What follows belongs to an exercise in optimizing a design on an open flow for small area; a production flow would make more cautious choices. RTL that was checked went through simulation tests only; none was proved equivalent to the original. Power figures rest on the tool's default switching activity, not on a simulated workload.

Setup of job 1451:
## chk_unit
module chk_unit (
    input  wire        clk,
    input  wire        rst,
    input  wire        req_valid,
    input  wire        req_write,
    input  wire [6:0]  req_addr,
    input  wire [31:0] req_wdata,
    input  wire [2:0]  req_src,
    input  wire [2:0]  req_jet,
    output reg         rsp_valid,
    output reg         rsp_denied,
    output reg  [31:0] rsp_rdata,
    input  wire [7:0]  fold_addr,
    input  wire        tick_ms,
    input  wire        jet_stop,
    input  wire [2:0]  jet_stop_id,
    input  wire        steward_stop,
    input  wire        lockout,
    output wire        mismatch_evt,
    output reg  [2:0]  mismatch_ch
);
Size: ~4300 cells after synthesis, about 100 I/O pins, roughly 63000 um^2 of cells after synthesis.
==> flow/config.mk <==
export PLATFORM = sky130hd
export DESIGN_NAME = chk_unit
export DESIGN_NICKNAME = chk_unit
export VERILOG_FILES = /design/flow/design.v
export SDC_FILE = /design/flow/constraint.sdc
export NUM_CORES = 8
export LEC_CHECK = 0
export CAP_MARGIN = 10
export CORE_MARGIN = 2
export CORE_UTILIZATION = 60
export SLEW_MARGIN = 10
==> flow/constraint.sdc <==
create_clock -name core_clock -period 13.0 [get_ports {clk}]
set_input_delay 2.6000 -clock core_clock [delete_from_list [all_inputs] [get_ports {clk}]]
set_output_delay 2.6000 -clock core_clock [all_outputs]
set_load 0.01 [all_outputs]
standard.sh (not shown) runs the stock make flow with config.mk's settings and CLKGATE_MAP_FILE= SYNTH_SCRIPT=/design/flow/synth_recipe.tcl, a recipe that flattens the netlist after the stock synthesis.
==> flow/flow/run.sh <==
#!/bin/bash
# Own layout flow.
# 1. The standard synthesis (standard.sh synth).
# 2. The same synthesis again with an area-oriented ABC mapping script
#    (area_synth.tcl, abc_area_map.script, bias_lib.py); its netlist replaces
#    the standard one only if it holds exactly the same registers (names and
#    cell types).
# 3. The standard ORFS layout steps, with clock tree and port buffer
#    settings of our own.
# Each tool's output goes to a log of its own in this folder.
set -euo pipefail
W=$(pwd)
R=$W/orfs/results/$FLOW_PLATFORM/chk_unit/base
A=$W/orfs_area/results/$FLOW_PLATFORM/chk_unit/base

bash standard.sh synth > 1_standard_synth.log 2>&1
cp $R/1_2_yosys.v $W/standard_synth.v

python3 flow/bias_lib.py $FLOW_HOME/platforms/$FLOW_PLATFORM/lib/sky130_fd_sc_hd__tt_025C_1v80.lib \
  $W/abc_bias.lib 3.0 > 2_bias_lib.log 2>&1
if bash standard.sh WORK_HOME=$W/orfs_area SYNTH_SCRIPT=$W/flow/area_synth.tcl synth \
     > 2_area_synth.log 2>&1 \
   && python3 flow/regs_match.py $W/standard_synth.v $A/1_2_yosys.v > 2_regs_match.log 2>&1; then
  cp $A/1_2_yosys.v $R/1_2_yosys.v
  touch $R/1_2_yosys.v
fi

bash standard.sh \
  "CTS_ARGS=-sink_clustering_enable -repair_clock_nets -sink_clustering_size 16 -sink_clustering_max_diameter 60 -buf_list sky130_fd_sc_hd__clkbuf_8 -dont_use_dummy_load" \
  "BUFFER_PORTS_ARGS=-buffer_cell sky130_fd_sc_hd__buf_1" \
  finish > 3_layout.log 2>&1
Other scripts of this flow, unchanged in this note and not shown: flow/flow/abc_area_map.script, flow/flow/area_synth.tcl, flow/flow/bias_lib.py, flow/flow/regs_match.py
Job 1451: flow completed, timing, DRC and antenna clean
Input changes introduced in job 9213 (baseline for comparison: job 1451):
- CORE_UTILIZATION now 50, was 60
diff --git a/flow/flow/run.sh b/flow/flow/run.sh
--- a/flow/flow/run.sh
+++ b/flow/flow/run.sh
@@ -20 +20 @@
-  $W/abc_bias.lib 3.0 > 2_bias_lib.log 2>&1
+  $W/abc_bias.lib 5.0 > 2_bias_lib.log 2>&1
--- outcome ---
- Job 9213 reached the final stage; the timing, DRC and antenna checks on its layout passed.
- When job 9213 is set beside job 1451, its amount of wire on met3 after detailed routing turns out to be 19% smaller.
- From job 1451 to job 9213 the numbers moved as follows: number of global-route vias before repair -219, detailed-route wire length went up 5.6%, design area now sits higher, relative contribution of the clock network to total power now larger, number of clock buffers in the layout rose by about 5.5%.
- Job 9213 vs job 1451, global-route wire length before repair went up by 14 mm.
- | non-clock buffer count | lower: job 1451 |
The following lists how job 2558 was set up differently from job 9213:
- CORE_UTILIZATION changed from 50 to 60
diff --git a/flow/flow/run.sh b/flow/flow/run.sh
--- a/flow/flow/run.sh
+++ b/flow/flow/run.sh
@@ -29 +29 @@
-  "CTS_ARGS=-sink_clustering_enable -repair_clock_nets -sink_clustering_size 16 -sink_clustering_max_diameter 60 -buf_list sky130_fd_sc_hd__clkbuf_8 -dont_use_dummy_load" \
+  "CTS_ARGS=-sink_clustering_enable -repair_clock_nets -sink_clustering_size 10 -sink_clustering_max_diameter 40 -buf_list sky130_fd_sc_hd__clkbuf_4 -dont_use_dummy_load" \
@@ -30,0 +31 @@
+  "GLOBAL_PLACEMENT_ARGS=-keep_resize_below_overflow 0.5" \
Findings:
Compared job 2558 vs job 9213, and total core area is down in job 2558.
Relative to job 9213, the post-detailed-placement cell area measured on job 2558 has increased by a few percent.
Compared with job 9213, job 2558 has extra setup slack.
Job 2558 went all the way through synthesis, placement and routing and the layout is clean on timing, DRC and antenna.
Pin count of the biggest net entering global routing: lower on job 2558
Going from job 9213 to job 2558, cell area grows by 4.5%.
Worst-case vdd ir drop (job 9213 / job 2558): 0.79
Going from job 9213 to job 2558, number of vias per cell after detailed routing grows by 2.6%.
Job 2558 vs job 9213 — total wirelength of the detailed-routed design dropped slightly
Job 2558 reports a lower post-route minimum period than job 9213 does.
Sort job 9213 and job 2558 by actual slew at the worst max-slew pin, ascending, and job 9213 comes first.
What job 9639 does differently from job 2558 at the input level:
- SLEW_MARGIN: 10 -> 20
- CAP_MARGIN: 10 -> 20
diff --git a/flow/flow/run.sh b/flow/flow/run.sh
--- a/flow/flow/run.sh
+++ b/flow/flow/run.sh
@@ -29 +29 @@
-  "CTS_ARGS=-sink_clustering_enable -repair_clock_nets -sink_clustering_size 10 -sink_clustering_max_diameter 40 -buf_list sky130_fd_sc_hd__clkbuf_4 -dont_use_dummy_load" \
+  "CTS_ARGS=-sink_clustering_enable -repair_clock_nets -sink_clustering_size 16 -sink_clustering_max_diameter 60 -buf_list sky130_fd_sc_hd__clkbuf_8 -dont_use_dummy_load" \
@@ -31 +31 @@
-  "GLOBAL_PLACEMENT_ARGS=-keep_resize_below_overflow 0.5" \
+  "RECOVER_POWER=100" \
==> summary.txt <==
- In job 9639 the implementation ran to completion but is not tape-out ready, as the final checks report max-capacitance violations, max-slew violations.
- Proportion of power drawn by combinational gates (job 9639 over job 2558): decrease, 6.8 points
- Job 9639: part of the total power dissipated in sequential elements 4.8 points above job 2558
- In job 9639, the wire length after detailed routing came out 3.7% below the value in job 2558.
The following lists how job 8222 was set up differently from job 9639:
diff --git a/flow/flow/run.sh b/flow/flow/run.sh
--- a/flow/flow/run.sh
+++ b/flow/flow/run.sh
@@ -31,0 +32 @@
+  "POST_GLOBAL_ROUTE_TCL=$W/flow/post_grt.tcl" \
==> flow/flow/post_grt.tcl (new file) <==
# Hook run at the end of the global route step (POST_GLOBAL_ROUTE_TCL):
# the power recovery before it downsizes cells wherever slack allows, which
# can leave slew or capacitance above the library limits; repair those, as
# the step itself does before its timing repair, and repair timing again.
log_cmd estimate_parasitics -global_routing
repair_design_helper
log_cmd global_route -start_incremental
log_cmd detailed_placement
log_cmd global_route -end_incremental
log_cmd estimate_parasitics -global_routing
repair_timing_helper
log_cmd global_route -start_incremental
log_cmd detailed_placement
log_cmd global_route -end_incremental
==> summary.txt <==
- Job 8222 closes out successfully: all stages finished, all timing, DRC and antenna checks passed.
- Diff job 9639 and job 8222: combinational share of power lower in job 9639
- Total non-filler cell area in the finished layout went up slightly going from job 9639 to job 8222.
- Looking at count of cell instances traversed by the critical path, job 8222 sits 48% above job 9639.
[inputs] job 6467 vs job 8222
diff --git a/flow/flow/run.sh b/flow/flow/run.sh
--- a/flow/flow/run.sh
+++ b/flow/flow/run.sh
@@ -31,2 +31 @@
-  "RECOVER_POWER=100" \
-  "POST_GLOBAL_ROUTE_TCL=$W/flow/post_grt.tcl" \
+  "GLOBAL_PLACEMENT_ARGS=-timing_driven_repair_tns_end_percent 0" \
removed: flow/flow/post_grt.tcl
Notes after the runs:
- Re average wire per cell in the routed design: job 8222 was lower than job 6467.
- Job 6467 has more setup slack than job 8222.
- Ratio of final minimum period to clock period (job 6467 over job 8222): decrease, 0.75 points
- Lower internal cell power was reported by job 8222, not job 6467.
- Job 8222 -> job 6467: clock network power share flat
- Comparing job 8222 and job 6467, the higher number of nets in the finished design was measured on job 8222.
- Power ended up about 0.5% higher on job 6467 than on job 8222.
- Job 6467 finished every stage and its layout cleared the timing, DRC and antenna checks.

* * *

## the baseline
Another version of the RTL of chk_unit (not shown whole).
Size: about 0.064 mm^2 of cells after synthesis.
export LEC_CHECK = 0
export CAP_MARGIN = 20
export CORE_MARGIN = 2
export CORE_UTILIZATION = 60
export SLEW_MARGIN = 20
create_clock -name core_clock -period 13.0 [get_ports {clk}]
==> flow/flow/run.sh <==
#!/bin/bash
# Own layout flow. Synthesis is the standard one (standard.sh synth); its
# combinational logic is then mapped again by ABC for area, keeping every
# register cell as it is. The layout is the standard ORFS flow, with clock
# tree and port buffer settings of our own. Each tool's output goes to a log
# of its own in this folder.
set -euo pipefail
W=$(pwd)
R=$W/orfs/results/$FLOW_PLATFORM/chk_unit/base

# 1. the standard synthesis
bash standard.sh synth > 1_standard_synth.log 2>&1

# 2. re-map the logic between the registers
cp $R/1_2_yosys.v $W/standard_synth.v
PLATFORM_DIR=$FLOW_HOME/platforms/$FLOW_PLATFORM
(
  export LIB_FILES=$PLATFORM_DIR/lib/sky130_fd_sc_hd__tt_025C_1v80.lib
  export DESIGN_NAME=$FLOW_TOP
  export DONT_USE_CELLS="sky130_fd_sc_hd__probe_p_8 sky130_fd_sc_hd__probec_p_8 sky130_fd_sc_hd__lpflow_*"
  export TIEHI_CELL_AND_PORT="sky130_fd_sc_hd__conb_1 HI"
  export TIELO_CELL_AND_PORT="sky130_fd_sc_hd__conb_1 LO"
  export MIN_BUF_CELL_AND_PORTS="sky130_fd_sc_hd__buf_4 A X"
  export REMAP_ABC="strash;dc2;dch,-f;amap"
  export REMAP_IN=$W/standard_synth.v
  export REMAP_TMP=$W/remap_abc.v
  export REMAP_OUT=$W/remap.v
  export REMAP_STAT=$W/remap_stat.txt
  YOSYS=$FLOW_HOME/../tools/install/yosys/bin/yosys
  [[ -x $YOSYS ]] || YOSYS=yosys
  REMAP_STEP=1 $YOSYS -c flow/remap.tcl > 2_remap_abc.log 2>&1
  REMAP_STEP=2 $YOSYS -c flow/remap.tcl > 2_remap_finish.log 2>&1
)
cp $W/remap.v $R/1_2_yosys.v

# 3. the layout
bash standard.sh \
  "CTS_ARGS=-sink_clustering_enable -repair_clock_nets -sink_clustering_size 12 -sink_clustering_max_diameter 50 -buf_list sky130_fd_sc_hd__clkbuf_8 -dont_use_dummy_load" \
  "BUFFER_PORTS_ARGS=-buffer_cell sky130_fd_sc_hd__buf_1" \
  finish > 3_layout.log 2>&1
Other scripts of this flow, unchanged in this note and not shown: flow/flow/remap.tcl
Modified inputs, the candidate compared to the baseline
Settings: GPL_TIMING_DRIVEN newly set to 0.
### Flow results
Nothing crashed in the candidate and all stages finished; the problem is that the final layout failed, the offending checks being negative setup slack. Diff the baseline -> the candidate: worst-case setup margin in the final layout lower; required arrival time at the worst endpoint higher; cell count lower.
No functional check of the RTL was part of any run of this note.

what the ideal ports hide:
Ports are ideal in the flow. The routed layouts listed here were re-timed in OpenROAD.
Step 1: set_driving_cell puts a clkbuf_16 on clk and a buf_2 on each other input, an assumption about the parent block.
Step 2 adds t to the input delays and takes it off the output delays; t is the mean of the earliest and latest rising clock arrival at the registers after step 1. Input paths then give back, and output paths get back, about the clock's delay inside the block.
Three values: no drivers, after step 1, after step 2; two values: the first two.
| run | shift t [ns] | setup WS [ns] | worst setup path at the end | latest minus earliest clock arrival (ns) | cell pins on the clock port's net |
|---|---|---|---|---|---|
| job 1451 | 0.875 | 0.864 / 0.907 / 0.032 | input to register | 0.149 / 0.149 | 1 |
| job 9213 | 0.896 | 1.231 / 1.281 / 0.385 | input to register | 0.153 / 0.153 | 1 |
| job 2558 | 1.207 | 2.228 / 2.279 / 1.072 | input to register | 0.174 / 0.173 | 1 |
| job 9639 | 0.837 | 0.431 / 0.480 / -0.357 | input to register | 0.196 / 0.196 | 1 |
| job 8222 | 0.836 | 0.796 / 0.842 / 0.006 | input to register | 0.196 / 0.196 | 1 |
| job 6467 | 0.840 | 0.894 / 0.942 / 0.102 | input to register | 0.200 / 0.200 | 1 |
| the baseline | 0.919 | 0.390 / 0.436 / -0.483 | input to register | 0.105 / 0.104 | 1 |
| the candidate | 0.925 | -0.054 / 0.000 / -0.925 | input to register | 0.081 / 0.081 | 1 |
The setup slack of job 2558, which loses most, moves by +0.051 ns with the drivers and by -1.156 ns with both steps.
